Background: an optimization exercise with open tools, aiming at small area. Do not read the settings as production practice. Function was checked by simulation only, so behaviour that the tests miss may differ from the original. No activity file was given, so power comes from the tool's default toggle rates.

==> xenon: inputs <==
==> flow/design.v (excerpt) <==
module tally_block #(
    parameter integer NT = 2,
    parameter integer NP = 4
) (
    input  wire          clk,
    input  wire          rst,
    input  wire          we,
    input  wire          re,
    input  wire [11:0]   addr,
    input  wire [31:0]   wdata,
    output reg  [31:0]   rdata,
    input  wire [7:0]    tb_evt,
    input  wire [31:0]   car_evt,
    input  wire          grid_evt,
    output wire [NP-1:0] tal_pin,
    output wire [NP-1:0] tal_oe,
    output wire [NT-1:0] trig
);
    wire [NT-1:0] out, zero_q, late_set, slip_set;
    wire [31:0]   wd0 = wdata & {32{!rst}};
    wire [31:0]   wd1 = wdata | {32{rst}};
    wire [31:0]   t_rdata [0:NT-1];
    genvar t;
    generate
        for (t = 0; t < NT; t = t + 1) begin : g_tim
            tally_timer #(.IDX(t), .NT(NT)) u_tim (
                .clk      (clk),
                .rst      (rst),
  ...
clock: 25.0 ns
lec_check: 0
abc_area: 1
cap_margin: 20
core_margin: 2
core_utilization: 40
place_density: 0.6
setup_slack_margin: 0.3
slew_margin: 5
standard.sh (not shown) runs the stock make flow with config.mk's settings and CLKGATE_MAP_FILE= SYNTH_SCRIPT=/design/flow/synth_recipe.tcl, a recipe that flattens the netlist after the stock synthesis.
==> flow/flow/run.sh <==
#!/bin/bash
# Own layout flow: the standard flow (standard.sh) with four changes.
#  1. Synthesis: ORFS's synth.tcl with only its ABC script replaced by
#     flow/area.script (area-oriented mapping). The Yosys passes before ABC,
#     and so the register names and cells, are the standard synthesis's.
#  2. Global placement stays timing-driven, but does not keep the resizer's
#     buffering from its timing-driven iterations (GPL_KEEP_OVERFLOW=0).
#  3. CTS without dummy loads, with clkbuf_2 / clkbuf_4 and sink clusters of at
#     most 6 flip-flops within 80 um (CTS_ARGS). The tree
#     stays balanced; no register's clock is skewed on purpose.
#  4. Every input and output port still gets its own buffer, a buf_2 in place
#     of the delay buffer ORFS picks (BUFFER_PORTS_ARGS).
# Floorplan, power grid, tap cells, port buffers, repair and routing are the
# standard flow's. Tool output: own_flow_make.log and orfs/logs/.
set -euo pipefail
W=$PWD
# synthesis script: ORFS's synth.tcl with only the ABC script replaced
sed 's|log_cmd abc {\*}$abc_args|log_cmd abc {*}[lreplace $abc_args 1 1 $::env(MY_ABC_SCRIPT)]|' \
    "$FLOW_HOME/scripts/synth.tcl" > "$W/own_synth_core.tcl"
grep -q MY_ABC_SCRIPT "$W/own_synth_core.tcl"
sed "s|source \$::env(SCRIPTS_DIR)/synth.tcl|source $W/own_synth_core.tcl|" \
    "$W/synth_recipe.tcl" > "$W/own_synth.tcl"
grep -q own_synth_core "$W/own_synth.tcl"
sed "s|SYNTH_SCRIPT=[^ ]*|SYNTH_SCRIPT=$W/own_synth.tcl|" "$W/standard.sh" > "$W/own_standard.sh"
grep -q own_synth.tcl "$W/own_standard.sh"
export MY_ABC_SCRIPT="$W/flow/area.script"
export GPL_KEEP_OVERFLOW=0
export BUFFER_PORTS_ARGS="-buffer_cell sky130_fd_sc_hd__buf_2"
export CTS_ARGS="-sink_clustering_enable -repair_clock_nets -sink_clustering_size 6 -sink_clustering_max_diameter 80 -buf_list {sky130_fd_sc_hd__clkbuf_2 sky130_fd_sc_hd__clkbuf_4} -dont_use_dummy_load"
bash "$W/own_standard.sh" finish > "$W/own_flow_make.log" 2>&1
test -f "$W/out/final.def"
==> flow/flow/area.script <==
strash
ifraig
scorr
dc2
strash
&get -n
&st
&syn2
&dch
&nf -R 50
&put
==> juniper: changes against xenon <==
- CAP_MARGIN: 20 -> 15
- SLEW_MARGIN: 5 -> 10
==> quartz: changes against xenon <==
==> flow/flow/run.sh (replaced) <==
#!/bin/bash
# Own layout flow: the standard flow, except that the synthesis maps the
# logic with an area-oriented ABC script (flow/area.script) in place of the
# one ORFS picks. Everything else (the Yosys passes before ABC, the register
# names, floorplan, power grid, placement, CTS and routing) is the standard flow.
set -euo pipefail
W=$PWD
# synthesis script: ORFS's synth.tcl with only the ABC script replaced
sed 's|log_cmd abc {\*}$abc_args|log_cmd abc {*}[lreplace $abc_args 1 1 $::env(MY_ABC_SCRIPT)]|' \
    "$FLOW_HOME/scripts/synth.tcl" > "$W/own_synth_core.tcl"
grep -q MY_ABC_SCRIPT "$W/own_synth_core.tcl"
sed "s|source \$::env(SCRIPTS_DIR)/synth.tcl|source $W/own_synth_core.tcl|" \
    "$W/synth_recipe.tcl" > "$W/own_synth.tcl"
grep -q own_synth_core "$W/own_synth.tcl"
sed "s|SYNTH_SCRIPT=[^ ]*|SYNTH_SCRIPT=$W/own_synth.tcl|" "$W/standard.sh" > "$W/own_standard.sh"
grep -q own_synth.tcl "$W/own_standard.sh"
export CTS_ARGS="-sink_clustering_enable -repair_clock_nets -buf_list {sky130_fd_sc_hd__clkbuf_4 sky130_fd_sc_hd__clkbuf_8} -dont_use_dummy_load"
export MY_ABC_SCRIPT="$W/flow/area.script"
bash "$W/own_standard.sh" finish > "$W/own_flow_make.log" 2>&1
test -f "$W/out/final.def"
==> flow/flow/area.script (replaced) <==
strash
ifraig
scorr
dc2
strash
&get -n
&st
&syn2
&dch
&nf -R 50
&put
buffer -c
topo
upsize -c
dnsize -c
- CTS_BUF_LIST: not set -> sky130_fd_sc_hd__clkbuf_8
- CTS_CLUSTER_DIAMETER: not set -> 80
- CTS_CLUSTER_SIZE: not set -> 30
- SETUP_SLACK_MARGIN: 0.3 -> not set
- SLEW_MARGIN: 5 -> 20
==> nickel: changes against xenon <==
--- a/flow/design.v
+++ b/flow/design.v
@@ -5,12 +5,10 @@
     input  wire          clk,
     input  wire          rst,
     input  wire          wr,
     input  wire [3:0]    woff,       
     input  wire [31:0]   wdata,
-    input  wire [31:0]   wd0,        
-    input  wire [31:0]   wd1,        
     input  wire [3:0]    roff,
     output reg  [31:0]   rdata,
     input  wire [7:0]    tb_evt,     
     input  wire [31:0]   car_evt,    
     input  wire          grid_evt,   
@@ -54,23 +52,20 @@
                    (en && (wdata[1] != mode || wdata[3:2] != tsrc ||
                            wdata[6:4] != tbsel || wdata[31:16] != presc));
     wire cfg_ok  = wr_cfg && !cfg_bad;
     wire sync_ok = wr_sync && !wdata[7] && !(wdata[6] && wdata[5] && |wdata[4:1]) &&
                    wdata[7:0] != IDX + 1;
-    wire        ld_cfg    = cfg_ok || rst;
-    wire        ld_act    = wr_act || rst;
-    wire        ld_sync   = sync_ok || rst;
-    wire        mode_n    = ld_cfg ? wd0[1]     : mode;
-    wire [1:0]  tsrc_n    = ld_cfg ? wd0[3:2]   : tsrc;
-    wire [2:0]  tbsel_n   = ld_cfg ? wd0[6:4]   : tbsel;
-    wire [15:0] presc_n   = ld_cfg ? wd0[31:16] : presc;
-    wire [7:0]  act_n     = ld_act ? wd0[7:0]   : act;
-    wire [1:0]  zact_n    = ld_act ? wd0[9:8]   : zact;
-    wire [7:0]  edg_n     = ld_act ? wd0[17:10] : edg;
-    wire [2:0]  trigsel_n = ld_act ? wd0[20:18] : trigsel;
-    wire [6:0]  syncsrc_n = ld_sync ? wd0[6:0]  : syncsrc;
-    wire        once_n    = ld_sync ? wd0[8]    : once;
+    wire        mode_n    = cfg_ok ? wdata[1]     : mode;
+    wire [1:0]  tsrc_n    = cfg_ok ? wdata[3:2]   : tsrc;
+    wire [2:0]  tbsel_n   = cfg_ok ? wdata[6:4]   : tbsel;
+    wire [15:0] presc_n   = cfg_ok ? wdata[31:16] : presc;
+    wire [7:0]  act_n     = wr_act ? wdata[7:0]   : act;
+    wire [1:0]  zact_n    = wr_act ? wdata[9:8]   : zact;
+    wire [7:0]  edg_n     = wr_act ? wdata[17:10] : edg;
+    wire [2:0]  trigsel_n = wr_act ? wdata[20:18] : trigsel;
+    wire [6:0]  syncsrc_n = sync_ok ? wdata[6:0]  : syncsrc;
+    wire        once_n    = sync_ok ? wdata[8]    : once;
     wire        once_done_pre = sync_ok ? 1'b0 : once_done;
     wire start   = cfg_ok && wdata[0] && !en;
     wire stop    = cfg_ok && !wdata[0];
     wire en_eff  = en && !stop;
     wire en_next = start || en_eff;
@@ -162,11 +157,11 @@
         su_q <= inu; sd_q <= ind; zu_q <= d0u; zd_q <= d0d;
     end
     genvar g;
     generate
         for (g = 0; g < 4; g = g + 1) begin : g_pt
-            always @(*) cmp_n[g] = (wr_cmp[g] || rst) ? wd1 : cmp[g];
+            always @(*) cmp_n[g] = wr_cmp[g] ? wdata : cmp[g];
             tally_point u_pt (
                 .cc(cmp_n[g]), .cn(cn), .dn(dn), .updn(updn), .edg(edg_n[2*g +: 2]),
                 .wrk(wr_cmp[g] || wr_act), .wc(wr_cmp[g]), .eqw(eqw), .rsz(restart), .mv(mv),
                 .su(su_q[g]), .sd(sd_q[g]), .zu(zu_q[g]), .zd(zd_q[g]),
                 .cn_lt_h(cn_lt_h), .flag(flag),
@@ -214,19 +209,29 @@
         endcase
     end
     integer m;
     always @(posedge clk) begin
         if (rst) begin
-            en <= 1'b0;
-            rld <= 32'hFFFF_FFFF; pend <= 1'b0;
-            once_done <= 1'b0;
+            en <= 1'b0; mode <= 1'b0; tsrc_r <= 2'd0; tbsel <= 3'd0; presc <= 16'd0;
+            rld <= 32'hFFFF_FFFF; rld_stg <= 32'hFFFF_FFFF; pend <= 1'b0;
+            for (m = 0; m < 4; m = m + 1)
+                cmp[m] <= 32'hFFFF_FFFF;
+            act <= 8'd0; zact <= 2'd0; edg <= 8'd0; trigsel <= 3'd0; outinit <= 1'b0;
+            syncsrc <= 7'd0; once <= 1'b0; once_done <= 1'b0;
             c <= 33'd0; dir <= 1'b0; pc <= 16'd0; out <= 1'b0; zero_evt <= 1'b0; trig <= 1'b0;
         end else begin
             en <= en_next;
+            mode <= mode_n; tsrc_r <= tsrc_n; tbsel <= tbsel_n; presc <= presc_n;
+            act <= act_n; zact <= zact_n; edg <= edg_n; trigsel <= trigsel_n;
+            if (wr_act) outinit <= wdata[21];
+            syncsrc <= syncsrc_n; once <= once_n;
             once_done <= once_done_pre || (syncev && once_n);
+            for (m = 0; m < 4; m = m + 1)
+                cmp[m] <= cmp_n[m];
             rld <= rld_n;
             if (wr_rld) begin
+                rld_stg <= (wdata[31:1] == 31'd0) ? 32'd2 : wdata;
                 pend    <= 1'b1;
             end else if (reload) begin
                 pend    <= 1'b0;
             end
             if (conv) begin
@@ -243,20 +248,10 @@
             out      <= out_n;
             zero_evt <= zero;
             trig     <= trig_n;
         end
     end
-    always @(posedge clk) begin
-        mode <= mode_n; tsrc_r <= tsrc_n; tbsel <= tbsel_n; presc <= presc_n;
-        act <= act_n; zact <= zact_n; edg <= edg_n; trigsel <= trigsel_n;
-        if (ld_act) outinit <= wd0[21];
-        syncsrc <= syncsrc_n; once <= once_n;
-        for (m = 0; m < 4; m = m + 1)
-            cmp[m] <= cmp_n[m];
-        if (wr_rld || rst)
-            rld_stg <= (wd1[31:1] == 31'd0) ? 32'd2 : wd1;
-    end
     always @(*) begin
         case (roff)
             4'h0:    rdata = {presc, 9'd0, tbsel, tsrc, mode, en};
             4'h1:    rdata = pend ? rld_stg : rld;
             4'h2:    rdata = c[31:0];
@@ -425,24 +420,20 @@
     output wire [NP-1:0] tal_pin,
     output wire [NP-1:0] tal_oe,
     output wire [NT-1:0] trig
 );
     wire [NT-1:0] out, zero_q, late_set, slip_set;
-    wire [31:0]   wd0 = wdata & {32{!rst}};
-    wire [31:0]   wd1 = wdata | {32{rst}};
     wire [31:0]   t_rdata [0:NT-1];
     genvar t;
     generate
         for (t = 0; t < NT; t = t + 1) begin : g_tim
             tally_timer #(.IDX(t), .NT(NT)) u_tim (
                 .clk      (clk),
                 .rst      (rst),
                 .wr       (we && addr[11:10] == 2'b00 && addr[9:6] == t),
                 .woff     (addr[5:2]),
                 .wdata    (wdata),
-                .wd0      (wd0),
-                .wd1      (wd1),
                 .roff     (addr[5:2]),
                 .rdata    (t_rdata[t]),
                 .tb_evt   (tb_evt),
                 .car_evt  (car_evt),
                 .grid_evt (grid_evt),
@@ -471,21 +462,24 @@
     integer i;
     always @(posedge clk) begin
         if (rst) begin
             late <= {NT{1'b0}};
             slip <= {NT{1'b0}};
+            for (i = 0; i < NP; i = i + 1) begin
+                pin_sel[i] <= 1'b0;
+                pin_inv[i] <= 1'b0;
+                pin_oe[i]  <= 1'b0;
+            end
         end else begin
             late <= (late & ~(wr_late ? wdata[NT-1:0] : {NT{1'b0}})) | late_set;
             slip <= (slip & ~(wr_slip ? wdata[NT-1:0] : {NT{1'b0}})) | slip_set;
-        end
-    end
-    always @(posedge clk) begin
-        for (i = 0; i < NP; i = i + 1) begin
-            if ((we && addr == 12'h800 + 4 * i) || rst) begin
-                pin_sel[i] <= |wd0[5:0];
-                pin_inv[i] <= wd0[6];
-                pin_oe[i]  <= wd0[7];
+            for (i = 0; i < NP; i = i + 1) begin
+                if (we && addr == 12'h800 + 4 * i) begin
+                    pin_sel[i] <= |wdata[5:0];
+                    pin_inv[i] <= wdata[6];
+                    pin_oe[i]  <= wdata[7];
+                end
             end
         end
     end
     reg [31:0] rd_n;
     always @(*) begin
==> flow/flow/run.sh (replaced) <==
#!/bin/bash
# Own layout flow: the standard flow, except that the synthesis maps the
# logic with an area-oriented ABC script (flow/area.script) in place of the
# one ORFS picks. Everything else (the Yosys passes before ABC, the register
# names, floorplan, power grid, placement, CTS and routing) is the standard flow.
set -euo pipefail
W=$PWD
# synthesis script: ORFS's synth.tcl with only the ABC script replaced
sed 's|log_cmd abc {\*}$abc_args|log_cmd abc {*}[lreplace $abc_args 1 1 $::env(MY_ABC_SCRIPT)]|' \
    "$FLOW_HOME/scripts/synth.tcl" > "$W/own_synth_core.tcl"
grep -q MY_ABC_SCRIPT "$W/own_synth_core.tcl"
sed "s|source \$::env(SCRIPTS_DIR)/synth.tcl|source $W/own_synth_core.tcl|" \
    "$W/synth_recipe.tcl" > "$W/own_synth.tcl"
grep -q own_synth_core "$W/own_synth.tcl"
sed "s|SYNTH_SCRIPT=[^ ]*|SYNTH_SCRIPT=$W/own_synth.tcl|" "$W/standard.sh" > "$W/own_standard.sh"
grep -q own_synth.tcl "$W/own_standard.sh"
export MY_ABC_SCRIPT="$W/flow/area.script"
bash "$W/own_standard.sh" finish > "$W/own_flow_make.log" 2>&1
test -f "$W/out/final.def"
==> flow/flow/area.script (replaced) <==
strash
ifraig
scorr
dc2
strash
&get -n
&st
&syn2
&dch
&nf -R 50
&put
buffer -c
topo
upsize -c
dnsize -c
- CTS_BUF_LIST: not set -> sky130_fd_sc_hd__clkbuf_4 sky130_fd_sc_hd__clkbuf_8
- SETUP_SLACK_MARGIN: 0.3 -> not set
- SLEW_MARGIN: 5 -> 20
==> comparison table <==
| item | juniper | nickel | quartz | xenon |
|---|---|---|---|---|
| Run status | finished clean | finished clean | finished clean | finished clean |
| Starting density of the core | 40.4% | 40.2% | 40.2% | 40.4% |
| Global-route track usage on met3 | 11.3% | 14.3% | 13.1% | 10.7% |
| Unique masters post-synth | 69 | 104 | 132 | 69 |
| Floorplan core area | 124,000 µm² | 133,000 µm² | 131,000 µm² | 124,000 µm² |
| Design internal power | 1.50 mW | 1.91 mW | 1.76 mW | 1.50 mW |
| CTS Buf Count | 134 | 136 | 137 | 136 |
| Power Clock | 0.720 mW | 1.36 mW | 0.988 mW | 0.728 mW |
| Maximum single-stage delay on the critical path | 560 ps | 530 ps | 520 ps | 800 ps |
| Die height | 358 µm | 370 µm | 367 µm | 358 µm |
| Number of vias after detailed routing | 57,600 | 60,900 | 58,000 | 58,200 |
| Post-CTS repair timing setup buffer count | 47 | 6 | 6 | 45 |
| Post-route design area | 57,900 µm² | 64,700 µm² | 61,500 µm² | 58,400 µm² |
| Arrival time at the worst endpoint | 25,560 ps | 25,290 ps | 25,230 ps | 25,660 ps |
| Placement-stage cell area | 54,900 µm² | 60,900 µm² | 58,800 µm² | 55,100 µm² |
| Compound-cell area share of the yosys netlist | 29.5% | 26.6% | 28.6% | 29.5% |
| Worst reg2reg setup slack | 3880 ps | 4640 ps | 4500 ps | 3550 ps |
| Power Density | 39.1 nW/µm² | 40.8 nW/µm² | 41.3 nW/µm² | 38.9 nW/µm² |
| Reg clk slew, reported paths | 80 ps | 60 ps | 50 ps | 80 ps |

==> what the ideal ports hide <==
How much do the figures lean on ideal ports? The routed layouts below were timed once more, with nothing changed but the port constraints.
Step 1 assumes that a clkbuf_16 drives the clock port and a buf_2 every other input.
Step 2 adds t to the input delays and takes it off the output delays; t is the mean of the earliest and latest rising clock arrival at the registers after step 1. Input paths then give back, and output paths get back, about the clock's delay inside the block.
Slacks: no drivers / after step 1 / after step 2; pairs: no drivers / after step 1.
run | shift t [ns] | setup slack, ns | worst register clock-pin slew, ns | worst data-port slew with drivers (ns)
xenon | 1.221 | 0.414 / 0.470 / -0.751 | 0.10 / 0.10 | 0.09
juniper | 1.230 | 0.478 / 0.514 / -0.716 | 0.11 / 0.11 | 0.08
quartz | 0.930 | 0.482 / 0.523 / -0.408 | 0.06 / 0.06 | 0.07
nickel | 0.995 | 0.510 / 0.579 / -0.417 | 0.07 / 0.07 | 0.12
Met with ideal ports but missed after step 2: setup timing in every run listed. The setup slack of juniper, which loses most, moves by +0.036 ns with the drivers and by -1.194 ns with both steps.
